What follows belongs to an exercise in optimizing a design on an open flow for small area; a production flow would make more cautious choices. In this exercise RTL edits were held to simulation tests only and were not proved equivalent to the original. No activity file was given, so power comes from the tool's default toggle rates.

run 1:
Design fchain, start of the top module:
module fchain (
    input  wire        clk,
    input  wire        rst,         
    input  wire        clr,         
    input  wire [2:0]  cic_order,   
    input  wire [8:0]  cic_m,       
    input  wire [4:0]  cic_shift,   
    input  wire [4:0]  n2,          
    input  wire [4:0]  m2,          
    input  wire [4:0]  s2,          
    input  wire [3:0]  n3,          
    input  wire [3:0]  m3,          
    input  wire [4:0]  s3,          
    input  wire        coef_we,
    input  wire [4:0]  coef_addr,
    input  wire [23:0] coef_data,
    input  wire        in_valid,
    input  wire        in_bit,
    output reg         out_valid,
    output wire [23:0] out_data,
    output wire        out_sat
);
    integer i;
    wire chain_rst = rst | clr;
    reg [3:0] tcnt;
    always @(posedge clk)
        if (rst) tcnt <= 4'd0;
        else     tcnt <= tcnt + 4'd1;
    function [31:0] rndc;
        input [4:0] s;
        begin
            rndc = (s == 5'd0) ? 32'd0 : (32'd1 << (s - 5'd1));
        end
    endfunction
    reg [23:0] coef [0:23];
    always @(posedge clk) begin
        if (coef_we && coef_addr < 5'd24)
            coef[coef_addr] <= coef_data;
    end
    reg [33:0] cring [0:7];
    reg [33:0] T;                
    reg [8:0]  ph1;
    reg        xb;               
    reg        dec;              
    reg        cfirst;           
    reg [1:0]  cst;
    localparam C_IDLE = 2'd0, C_WAIT = 2'd1, C_UPD = 2'd2, C_PRE = 2'd3;
    wire [1:0]  ck   = tcnt[1:0];
    wire        cisd = tcnt[2];
    wire        kact = ({1'b0, ck} < cic_order);
    wire [33:0] chead = cfirst ? 34'd0 : cring[0];
    wire [33:0] xbval = xb ? 34'd1 : {34{1'b1}};
  ...
For scale: roughly 1,600 flip-flops, about 110 I/O pins, roughly 70,000 um^2 of cells after synthesis.
clock: 12.0 ns
lec_check: 0
cap_margin: 10
core_margin: 2
core_utilization: 70
cts_cluster_diameter: 85
cts_cluster_size: 28
slew_margin: 10
run.sh (not shown) runs the stock make flow with config.mk's settings and CLKGATE_MAP_FILE= SYNTH_SCRIPT=/design/flow/synth_recipe.tcl, a recipe that flattens the netlist after the stock synthesis.
Run 1: full flow OK, the timing, design-rule and antenna checks passed
Edits applied to the flow inputs when going from run 1 to run 2:
- changing CAP_MARGIN from 10 to 20
- changing CORE_UTILIZATION from 70 to 60
- changing SLEW_MARGIN from 10 to 20
- Going from run 1 to run 2, routed wire length up 0.53%; DRC violation total after the first TritonRoute iteration went down 1,155; clock latency reported for the late side of the worst-skew pair decreased by 20 ps relative to the old numbers; final count of negative-setup-slack endpoints roughly the same.
- Run 1 → run 2: total setup buffers inserted after CTS closely matched the old numbers, TritonCTS buffer count increased by 1 relative to the old numbers.
- Final total power: run 2 vs run 1 down about 0.47%
- On largest incremental delay on the critical path: run 2 sits below run 1.
- Run 2 vs run 1, slowest library cell on the worst path: sky130_fd_sc_hd__xnor2_1 vs sky130_fd_sc_hd__a22oi_1
- Compared with run 1, run 2 shows design area higher by 0.52%.
The inputs of run 3 differ from those of run 2 as listed below.
- SLEW_MARGIN: 20 -> 0
- CAP_MARGIN: 20 -> 0
- CORE_UTILIZATION: 60 -> 70
Notes after the runs:
Compared with run 2, in run 3 wire length of the first global-routing pass now smaller, headroom to the max-slew limit has decreased, peak clock frequency supported by timing now smaller. From run 2 to run 3 the numbers moved as follows: multi-input combinational cell count was more or less identical; layout cell share with drive strength beyond 1 went down by 0.18 points; overall power consumption went up by 49 uW.
Changes in run 4 relative to run 3:
- swapping 0 for 20 in CAP_MARGIN
- swapping 0 for 20 in SLEW_MARGIN
Findings:
Between run 3 and run 4, the synthesis-to-layout area growth figures differ only marginally. Between run 4 and run 3, the area of the die figures differ only marginally. There was hardly any difference in power density normalized to cell area between run 3 and run 4. Run 4 and run 3 ended up with roughly the same sequential fraction of total cell area. In terms of total power draw, run 4 and run 3 differ only marginally. Count of filler cells inserted in the layout: run 4 vs run 3 — no meaningful difference. In terms of cell area, run 4 and run 3 differ only marginally. Run 3 -> run 4: clock power flat.
Input changes introduced in run 5 (baseline for comparison: run 4):
- ABC_AREA now 1, previously not set
- CORE_UTILIZATION now 60, was 70
- CTS_CLUSTER_DIAMETER now 80, was 85
- CTS_CLUSTER_SIZE now 25, was 28
Notes after the runs:
Going from run 4 to run 5, the global-route wire length before repair was found to have gone up by 18,000 um.
Min number of tap cells added at floorplan across run 5 and run 4: run 4
Run 5: data arrival at the endpoint of the critical path is 1190 ps lower than what run 4 reported.
Setup WNS run 4 -> run 5: better
Comparing run 5 and run 4, the higher wire length was measured on run 5.
Non-filler instance count after layout ended up 2,501 higher on run 5 than on run 4.
Input-level comparison between run 6 and run 5:
- swapping 80 for 90 in CTS_CLUSTER_DIAMETER
- swapping 25 for 32 in CTS_CLUSTER_SIZE
==> run notes <==
Between run 5 and run 6, number of buffers created by CTS decreased. Changes observed in run 6 relative to run 5: layout-stage area growth over the synthesis result fell 0.92 points, site row count held, period utilization has increased. On highest achievable clock rate, run 5 tracks run 6 almost exactly. Compared with run 5, in run 6 clock period minus worst slack rose by 18 ps; setup slack went down; sequential fraction of design power shows an increase of 2.0 points; via count moved down.

## static timing again, ports no longer ideal
In the flow no input, the clock included, has a driving cell. The finished layouts below were timed again as built, in two steps. Step 1: set_driving_cell puts a clkbuf_16 on clk and a buf_2 on each other input, an assumption about the parent block. Step 2 moves the port delays by t, midway between the first and last clock arrival at a register: inputs arrive t later, outputs are due t later. That takes back most of the time a late clock gives input paths. a / b / c = no drivers / after step 1 / after step 2; a / b = the first two.
run | t (ns) | slack for setup (ns) | hold slack, ns | worst register clock-pin slew, ns | cell pins on the clock port's net
run 1 | 0.792 | 0.970 / 0.970 / 0.970 | 0.326 / 0.326 / 0.326 | 0.11 / 0.11 | 1
run 2 | 0.774 | 1.412 / 1.412 / 1.412 | 0.309 / 0.309 / 0.309 | 0.11 / 0.11 | 1
run 3 | 0.791 | 0.974 / 0.974 / 0.974 | 0.328 / 0.328 / 0.328 | 0.11 / 0.11 | 1
run 4 | 0.789 | 0.956 / 0.956 / 0.956 | 0.324 / 0.324 / 0.324 | 0.11 / 0.11 | 1
run 5 | 0.800 | 2.174 / 2.174 / 2.174 | 0.306 / 0.306 / 0.306 | 0.10 / 0.10 | 1
run 6 | 0.814 | 2.156 / 2.156 / 2.156 | 0.324 / 0.324 / 0.324 | 0.12 / 0.12 | 1
After both steps setup and hold are still met in every run listed.
